What follows belongs to an exercise in optimizing a design on an open flow for small area and a short achievable clock period; a production flow would make more cautious choices.
The RTL was checked by simulation tests, not by an equivalence proof against the original design.

==> ember <==
// d72_burst_check
module d72_burst_check (
    input  wire         clk,
    input  wire         rst,
    input  wire         beat_valid,
    input  wire [31:0]  beat_dq,
    input  wire [7:0]   beat_cb,
    input  wire [1:0]   exp_channel,
    input  wire [29:0]  exp_burst,
    input  wire [15:0]  exp_epoch,
    output reg          res_valid,
    output reg  [1:0]   res_status,
    output reg  [7:0]   res_corrected,
    output wire [511:0] res_data
);
Settings: LEC_CHECK=0, CAP_MARGIN=20, CORE_MARGIN=2, CORE_UTILIZATION=45, CTS_CLUSTER_DIAMETER=100, CTS_CLUSTER_SIZE=20, SLEW_MARGIN=20; clock period 40.0 ns.
standard.sh (not shown) runs the stock make flow with config.mk's settings and CLKGATE_MAP_FILE= SYNTH_SCRIPT=/design/flow/synth_recipe.tcl, a recipe that flattens the netlist after the stock synthesis.
==> flow/flow/run.sh <==
#!/bin/bash
# The standard layout, except:
#  - synthesis maps the logic with an area-oriented ABC script (flow/area.abc)
#    instead of ORFS's speed script; registers are mapped as in the standard
#    synthesis (same dfflibmap step, same names);
#  - port buffers are plain buf_1 cells;
#  - the resizer aims for 30.6 ns of setup slack (SETUP_SLACK_MARGIN) so that it
#    shortens the few slow flop-to-output paths; the SDC is unchanged.
set -euo pipefail
W=$(pwd)
export BUFFER_PORTS_ARGS="-buffer_cell sky130_fd_sc_hd__buf_1"
export SETUP_SLACK_MARGIN=30.6
# synthesis script: synth_recipe.tcl with ORFS's synth.tcl calling ABC with our script
sed "s#log_cmd abc {\*}\$abc_args#log_cmd abc -script $W/flow/area.abc {*}[lrange \$abc_args 2 end]#" \
    "$FLOW_HOME/scripts/synth.tcl" > "$W/synth_core.tcl"
grep -q "flow/area.abc" "$W/synth_core.tcl"
sed "s#source \$::env(SCRIPTS_DIR)/synth.tcl#source $W/synth_core.tcl#" synth_recipe.tcl > "$W/own_synth.tcl"
grep -q "synth_core.tcl" "$W/own_synth.tcl"
bash standard.sh "SYNTH_SCRIPT=$W/own_synth.tcl" synth > synth.log 2>&1
bash standard.sh "SYNTH_SCRIPT=$W/own_synth.tcl" > standard.log 2>&1
==> flow/flow/area.abc <==
strash
dch
map -a
topo
stime -c
buffer -c
==> cedar (differences from ember) <==
==> flow/flow/area.abc (replaced) <==
strash
dch
map -a
topo
stime -c
buffer -c
upsize -c
dnsize -c
==> flow/config.mk (replaced) <==
export PLATFORM = sky130hd
export DESIGN_NAME = d72_burst_check
export DESIGN_NICKNAME = d72_burst_check
export VERILOG_FILES = /design/flow/design.v
export SDC_FILE = /design/flow/constraint.sdc
export NUM_CORES = 4
export LEC_CHECK = 0
export CAP_MARGIN = 20
export CORE_MARGIN = 2
export CORE_UTILIZATION = 40
export CTS_CLUSTER_DIAMETER = 100
export CTS_CLUSTER_SIZE = 20
export SLEW_MARGIN = 20
==> amber (differences from ember) <==
--- a/flow/design.v
+++ b/flow/design.v
@@ -63,78 +63,73 @@
     assign fc[2] = E[29] ^ E[31] ^ cnt[1] ^ fc_x43 ^ fc_x45 ^ fc_x59 ^ fc_x61 ^ fc_x63 ^ fc_x67;
     assign fc[3] = E[8] ^ fc_x52 ^ fc_x59 ^ fc_x60 ^ fc_x62 ^ fc_x65;
     assign fc[4] = cb[4] ^ cb[5] ^ fc_x46 ^ fc_x50 ^ fc_x51 ^ fc_x58 ^ fc_x65;
     assign fc[5] = E[12] ^ E[13] ^ E[14] ^ E[15] ^ E[16] ^ E[18] ^ E[21] ^ E[22] ^ E[23] ^ E[24] ^ E[25] ^ E[26] ^ E[27] ^ fc_x61 ^ fc_x62;
     assign fc[6] = fc_x66;
     assign fc[7] = cb[7] ^ fc_x66;
     wire [7:0] hlo, hhi;
-    wire hlo_x32 = dq[24] ^ dq[31];
-    wire hlo_x33 = dq[23] ^ dq[30];
-    wire hlo_x34 = dq[27] ^ hlo_x32;
-    wire hlo_x35 = dq[25] ^ hlo_x33;
-    wire hlo_x36 = dq[26] ^ hlo_x34;
-    wire hlo_x37 = dq[3] ^ dq[12];
-    wire hlo_x38 = dq[8] ^ dq[17];
-    wire hlo_x39 = dq[28] ^ hlo_x35;
-    wire hlo_x40 = hlo_x36 ^ hlo_x39;
-    wire hlo_x41 = dq[1] ^ dq[10];
-    wire hlo_x42 = dq[2] ^ dq[11];
-    wire hlo_x43 = dq[6] ^ hlo_x37;
-    wire hlo_x44 = dq[7] ^ dq[16];
-    wire hlo_x45 = dq[13] ^ dq[14];
-    wire hlo_x46 = dq[20] ^ dq[22];
-    wire hlo_x47 = hlo_x38 ^ hlo_x44;
-    wire hlo_x48 = dq[4] ^ hlo_x41;
-    wire hlo_x49 = dq[5] ^ hlo_x42;
-    wire hlo_x50 = dq[9] ^ dq[18];
-    wire hlo_x51 = dq[15] ^ hlo_x45;
-    wire hlo_x52 = dq[21] ^ dq[29];
-    wire hlo_x53 = hlo_x40 ^ hlo_x46;
-    wire hlo_x54 = hlo_x43 ^ hlo_x48;
-    wire hlo_x55 = hlo_x47 ^ hlo_x50;
-    wire hlo_x56 = hlo_x52 ^ hlo_x53;
-    assign hlo[0] = dq[21] ^ dq[22] ^ hlo_x33 ^ hlo_x36 ^ hlo_x43 ^ hlo_x45 ^ hlo_x47 ^ hlo_x49;
-    assign hlo[1] = dq[0] ^ hlo_x40 ^ hlo_x51 ^ hlo_x55;
-    assign hlo[2] = dq[0] ^ dq[14] ^ hlo_x34 ^ hlo_x38 ^ hlo_x46 ^ hlo_x54;
-    assign hlo[3] = dq[29] ^ hlo_x32 ^ hlo_x35 ^ hlo_x37 ^ hlo_x41 ^ hlo_x42 ^ hlo_x55;
-    assign hlo[4] = dq[19] ^ hlo_x40 ^ hlo_x49 ^ hlo_x54;
-    assign hlo[5] = dq[10] ^ dq[11] ^ dq[12] ^ dq[16] ^ dq[17] ^ dq[18] ^ dq[19] ^ dq[30] ^ dq[31] ^ hlo_x51;
-    assign hlo[6] = hlo_x56;
-    assign hlo[7] = hlo_x56;
-    wire hhi_x32 = dq[7] ^ dq[14];
-    wire hhi_x33 = dq[0] ^ dq[13];
-    wire hhi_x34 = dq[6] ^ hhi_x32;
-    wire hhi_x35 = dq[15] ^ hhi_x33;
-    wire hhi_x36 = dq[30] ^ dq[31];
-    wire hhi_x37 = dq[8] ^ hhi_x34;
-    wire hhi_x38 = dq[9] ^ dq[10];
-    wire hhi_x39 = hhi_x35 ^ hhi_x37;
-    wire hhi_x40 = dq[1] ^ dq[2];
-    wire hhi_x41 = dq[11] ^ hhi_x36;
-    wire hhi_x42 = dq[18] ^ dq[19];
-    wire hhi_x43 = dq[21] ^ dq[23];
-    wire hhi_x44 = dq[24] ^ dq[26];
-    wire hhi_x45 = dq[27] ^ dq[29];
-    wire hhi_x46 = hhi_x38 ^ hhi_x39;
-    wire hhi_x47 = hhi_x41 ^ hhi_x46;
-    wire hhi_x48 = dq[3] ^ dq[5];
-    wire hhi_x49 = dq[12] ^ dq[17];
-    wire hhi_x50 = dq[16] ^ hhi_x40;
-    wire hhi_x51 = dq[20] ^ hhi_x42;
-    wire hhi_x52 = dq[22] ^ hhi_x43;
-    wire hhi_x53 = dq[25] ^ hhi_x44;
-    wire hhi_x54 = dq[28] ^ hhi_x45;
-    assign hhi[0] = dq[4] ^ dq[5] ^ dq[13] ^ dq[28] ^ dq[29] ^ hhi_x34 ^ hhi_x38 ^ hhi_x42;
-    assign hhi[1] = hhi_x47 ^ hhi_x51 ^ hhi_x53;
-    assign hhi[2] = dq[10] ^ dq[19] ^ hhi_x32 ^ hhi_x36 ^ hhi_x45 ^ hhi_x48 ^ hhi_x53;
-    assign hhi[3] = dq[2] ^ dq[30] ^ hhi_x39 ^ hhi_x43 ^ hhi_x44 ^ hhi_x49;
-    assign hhi[4] = hhi_x47 ^ hhi_x52 ^ hhi_x54;
-    assign hhi[5] = dq[14] ^ dq[17] ^ dq[23] ^ dq[25] ^ dq[26] ^ hhi_x35 ^ hhi_x50 ^ hhi_x54;
-    assign hhi[6] = dq[0] ^ hhi_x36 ^ hhi_x40 ^ hhi_x51 ^ hhi_x52;
-    assign hhi[7] = dq[4] ^ hhi_x47 ^ hhi_x48 ^ hhi_x49 ^ hhi_x50;
+    wire [15:0] hh;
+    wire hh_x32 = dq[30] ^ dq[31];
+    wire hh_x33 = dq[13] ^ dq[14];
+    wire hh_x34 = dq[23] ^ hh_x32;
+    wire hh_x35 = dq[24] ^ dq[26];
+    wire hh_x36 = dq[7] ^ dq[8];
+    wire hh_x37 = dq[15] ^ hh_x33;
+    wire hh_x38 = dq[0] ^ hh_x37;
+    wire hh_x39 = dq[6] ^ dq[10];
+    wire hh_x40 = dq[12] ^ dq[17];
+    wire hh_x41 = dq[25] ^ dq[27];
+    wire hh_x42 = dq[1] ^ dq[2];
+    wire hh_x43 = dq[9] ^ hh_x36;
+    wire hh_x44 = dq[21] ^ dq[22];
+    wire hh_x45 = dq[28] ^ dq[29];
+    wire hh_x46 = hh_x34 ^ hh_x35;
+    wire hh_x47 = dq[3] ^ dq[5];
+    wire hh_x48 = dq[4] ^ hh_x39;
+    wire hh_x49 = dq[11] ^ dq[16];
+    wire hh_x50 = dq[18] ^ dq[19];
+    wire hh_x51 = hh_x38 ^ hh_x43;
+    wire hh_x52 = hh_x40 ^ hh_x49;
+    wire hh_x53 = hh_x41 ^ hh_x46;
+    wire hh_x54 = dq[20] ^ hh_x44;
+    wire hh_x55 = dq[2] ^ dq[6];
+    wire hh_x56 = dq[3] ^ dq[24];
+    wire hh_x57 = dq[10] ^ dq[29];
+    wire hh_x58 = dq[11] ^ hh_x39;
+    wire hh_x59 = dq[16] ^ dq[17];
+    wire hh_x60 = dq[19] ^ hh_x47;
+    wire hh_x61 = dq[23] ^ hh_x38;
+    wire hh_x62 = dq[27] ^ hh_x44;
+    wire hh_x63 = dq[28] ^ hh_x53;
+    wire hh_x64 = hh_x32 ^ hh_x35;
+    wire hh_x65 = hh_x32 ^ hh_x52;
+    wire hh_x66 = hh_x34 ^ hh_x42;
+    wire hh_x67 = hh_x36 ^ hh_x55;
+    wire hh_x68 = hh_x42 ^ hh_x48;
+    wire hh_x69 = hh_x45 ^ hh_x53;
+    wire hh_x70 = hh_x51 ^ hh_x58;
+    wire hh_x71 = hh_x54 ^ hh_x69;
+    assign hh[0] = hh_x33 ^ hh_x46 ^ hh_x47 ^ hh_x52 ^ hh_x62 ^ hh_x67;
+    assign hh[1] = dq[18] ^ hh_x51 ^ hh_x59 ^ hh_x63;
+    assign hh[2] = dq[0] ^ dq[1] ^ dq[8] ^ dq[14] ^ dq[20] ^ dq[22] ^ dq[27] ^ dq[31] ^ hh_x40 ^ hh_x48 ^ hh_x56;
+    assign hh[3] = dq[18] ^ dq[25] ^ hh_x43 ^ hh_x52 ^ hh_x56 ^ hh_x57 ^ hh_x66;
+    assign hh[4] = dq[11] ^ dq[12] ^ hh_x60 ^ hh_x63 ^ hh_x68;
+    assign hh[5] = dq[10] ^ hh_x37 ^ hh_x50 ^ hh_x65;
+    assign hh[6] = hh_x71;
+    assign hh[7] = hh_x71;
+    assign hh[8] = dq[5] ^ dq[7] ^ dq[9] ^ hh_x33 ^ hh_x45 ^ hh_x48 ^ hh_x50;
+    assign hh[9] = dq[20] ^ dq[25] ^ hh_x50 ^ hh_x64 ^ hh_x70;
+    assign hh[10] = dq[7] ^ dq[14] ^ hh_x41 ^ hh_x57 ^ hh_x60 ^ hh_x64;
+    assign hh[11] = dq[21] ^ dq[30] ^ hh_x35 ^ hh_x40 ^ hh_x61 ^ hh_x67;
+    assign hh[12] = hh_x34 ^ hh_x45 ^ hh_x62 ^ hh_x70;
+    assign hh[13] = dq[26] ^ hh_x41 ^ hh_x42 ^ hh_x45 ^ hh_x59 ^ hh_x61;
+    assign hh[14] = dq[0] ^ hh_x50 ^ hh_x54 ^ hh_x66;
+    assign hh[15] = hh_x47 ^ hh_x51 ^ hh_x65 ^ hh_x68;
+    assign hlo = hh[7:0];
+    assign hhi = hh[15:8];
     reg [7:0] synp;
     always @(posedge clk)
         if (v & ~odd) synp <= hlo ^ fc;
     wire [7:0] syn = synp ^ hhi;
     localparam [511:0] DCOLS = 512'hd6de3531342e260e785058424743a8a0babfbb889297939a9f9b858184e8e0fafffbc8d2d7d3dadfdbc5c1c4302a2f2b2227233d393c0a0f0b1511141d191c06;
     localparam [63:0] CCOLS = 64'h80c0381018020703;
     wire [63:0] flip;
--- a/flow/flow/run.sh
+++ b/flow/flow/run.sh
@@ -1,10 +1,11 @@
 #!/bin/bash
 # The standard layout, except:
-#  - synthesis maps the logic with an area-oriented ABC script (flow/area.abc)
+#  - synthesis maps the logic with an area-oriented ABC script (flow/area.abc,
+#    ABC9 mapper &nf in area mode)
 #    instead of ORFS's speed script; registers are mapped as in the standard
 #    synthesis (same dfflibmap step, same names);
 #  - port buffers are plain buf_1 cells;
 #  - the resizer aims for 30.6 ns of setup slack (SETUP_SLACK_MARGIN) so that it
 #    shortens the few slow flop-to-output paths; the SDC is unchanged.
 set -euo pipefail
 W=$(pwd)
==> flow/flow/area.abc (replaced) <==
&get -n
&st
&syn2
&dch
&nf -a -R 1000
&put
--- a/flow/config.mk
+++ b/flow/config.mk
@@ -4,10 +4,11 @@
 export VERILOG_FILES = /design/flow/design.v
 export SDC_FILE = /design/flow/constraint.sdc
 export NUM_CORES = 4
 export LEC_CHECK = 0
 export CAP_MARGIN = 20
 export CORE_MARGIN = 2
 export CORE_UTILIZATION = 45
+export CTS_BUF_LIST = sky130_fd_sc_hd__clkbuf_8 sky130_fd_sc_hd__clkbuf_16
 export CTS_CLUSTER_DIAMETER = 100
 export CTS_CLUSTER_SIZE = 20
 export SLEW_MARGIN = 20
==> pepper (differences from ember) <==
==> flow/flow/area.abc (replaced) <==
strash
dch
map -a
topo
stime -c
buffer -c
upsize -c
dnsize -c
==> flow/config.mk (replaced) <==
export PLATFORM = sky130hd
export DESIGN_NAME = d72_burst_check
export DESIGN_NICKNAME = d72_burst_check
export VERILOG_FILES = /design/flow/design.v
export SDC_FILE = /design/flow/constraint.sdc
export NUM_CORES = 4
export LEC_CHECK = 0
export CAP_MARGIN = 20
export CORE_MARGIN = 2
export CORE_UTILIZATION = 45
export CTS_CLUSTER_DIAMETER = 60
export CTS_CLUSTER_SIZE = 30
export SLEW_MARGIN = 20
==> qor summary <==
Smallest setup slack after layout: cedar 30.63 ns; pepper 30.60 ns; ember 30.64 ns; amber 30.59 ns
Utilization after layout: cedar 47.52%; pepper 54.06%; ember 53.29%; amber 53.70%
Placed cells: cedar 3,296; pepper 3,208; ember 3,195; amber 3,004
Layout non-clock buf frac: cedar 7.650%; pepper 7.622%; ember 7.689%; amber 8.099%
GR met3 Demand/Resource: cedar 4.305%; pepper 4.396%; ember 4.817%; amber 5.991%
Number of cell rows: cedar 95; pepper 90; ember 89; amber 88
WL met2: cedar 46,570 um; pepper 46,270 um; ember 43,390 um; amber 43,250 um
Arrival time at the worst endpoint: cedar 1.37 ns; pepper 1.40 ns; ember 1.36 ns; amber 1.41 ns
Final standard cell area without fillers: cedar 32,030 um2; pepper 32,570 um2; ember 31,570 um2; amber 31,100 um2
Timing endpoint of the critical path: cedar res_data[90]; pepper res_data[72]; ember res_data[487]; amber res_data[93]
Antenna violations before repair: cedar 0; pepper 3; ember 3; amber 2
Metal-1 WL: cedar 32,440 um; pepper 32,550 um; ember 33,020 um; amber 32,950 um
Avg Vias per Cell: cedar 5.040; pepper 5.063; ember 5.130; amber 5.233
Clock network latency to the later pin of the worst-skew pair: cedar 0.60 ns; pepper 0.62 ns; ember 0.60 ns; amber 0.60 ns
Average wire length per cell after detail routing: cedar 26.33 um; pepper 26.49 um; ember 25.98 um; amber 27.91 um
Die extent in x: cedar 265.5 um; pepper 250.5 um; ember 249.3 um; amber 246.4 um
Worst slew margin relative to its limit: cedar 26.34%; pepper 24.37%; ember 27.20%; amber 27.52%
Number of cells traversed by the worst register-to-register path: cedar 38; pepper 39; ember 48; amber 26
Via count of the first global-routing pass: cedar 16,450; pepper 16,580; ember 16,260; amber 15,660
Multi-input combinational cell count: cedar 993; pepper 993; ember 993; amber 921
Area after detailed placement: cedar 30,790 um2; pepper 30,700 um2; ember 30,240 um2; amber 29,870 um2
Setup bufs post-CTS: cedar 5; pepper 7; ember 6; amber 9
Status: cedar no timing/DRC/antenna violations; pepper no timing/DRC/antenna violations; ember no timing/DRC/antenna violations; amber no timing/DRC/antenna violations
Die height: cedar 265.5 um; pepper 250.5 um; ember 249.3 um; amber 246.4 um

static timing again, ports no longer ideal:
In the flow no input, the clock included, has a driving cell. The finished layouts below were timed again as built, in two steps. Step 1, drivers: a clkbuf_16 drives clk and a buf_2 each remaining input, both assumed. Step 2 times the ports against the registers' clock, not the clock port: input delays grow and output delays shrink by t, the midpoint of the rising clock arrivals with the driver on. a / b / c = ideal ports / drivers / drivers and shift; a / b = the first two.
| run | t (ns) | slack for setup (ns) | clock arrival spread, ns |
|---|---|---|---|
| ember | 0.654 | 30.642 / 30.579 / 31.233 | 0.017 / 0.018 |
| cedar | 0.651 | 30.628 / 30.566 / 31.218 | 0.028 / 0.027 |
| amber | 0.650 | 30.591 / 30.529 / 31.179 | 0.023 / 0.022 |
| pepper | 0.664 | 30.598 / 30.535 / 31.200 | 0.071 / 0.071 |
After both steps setup and hold are still met in every run listed.
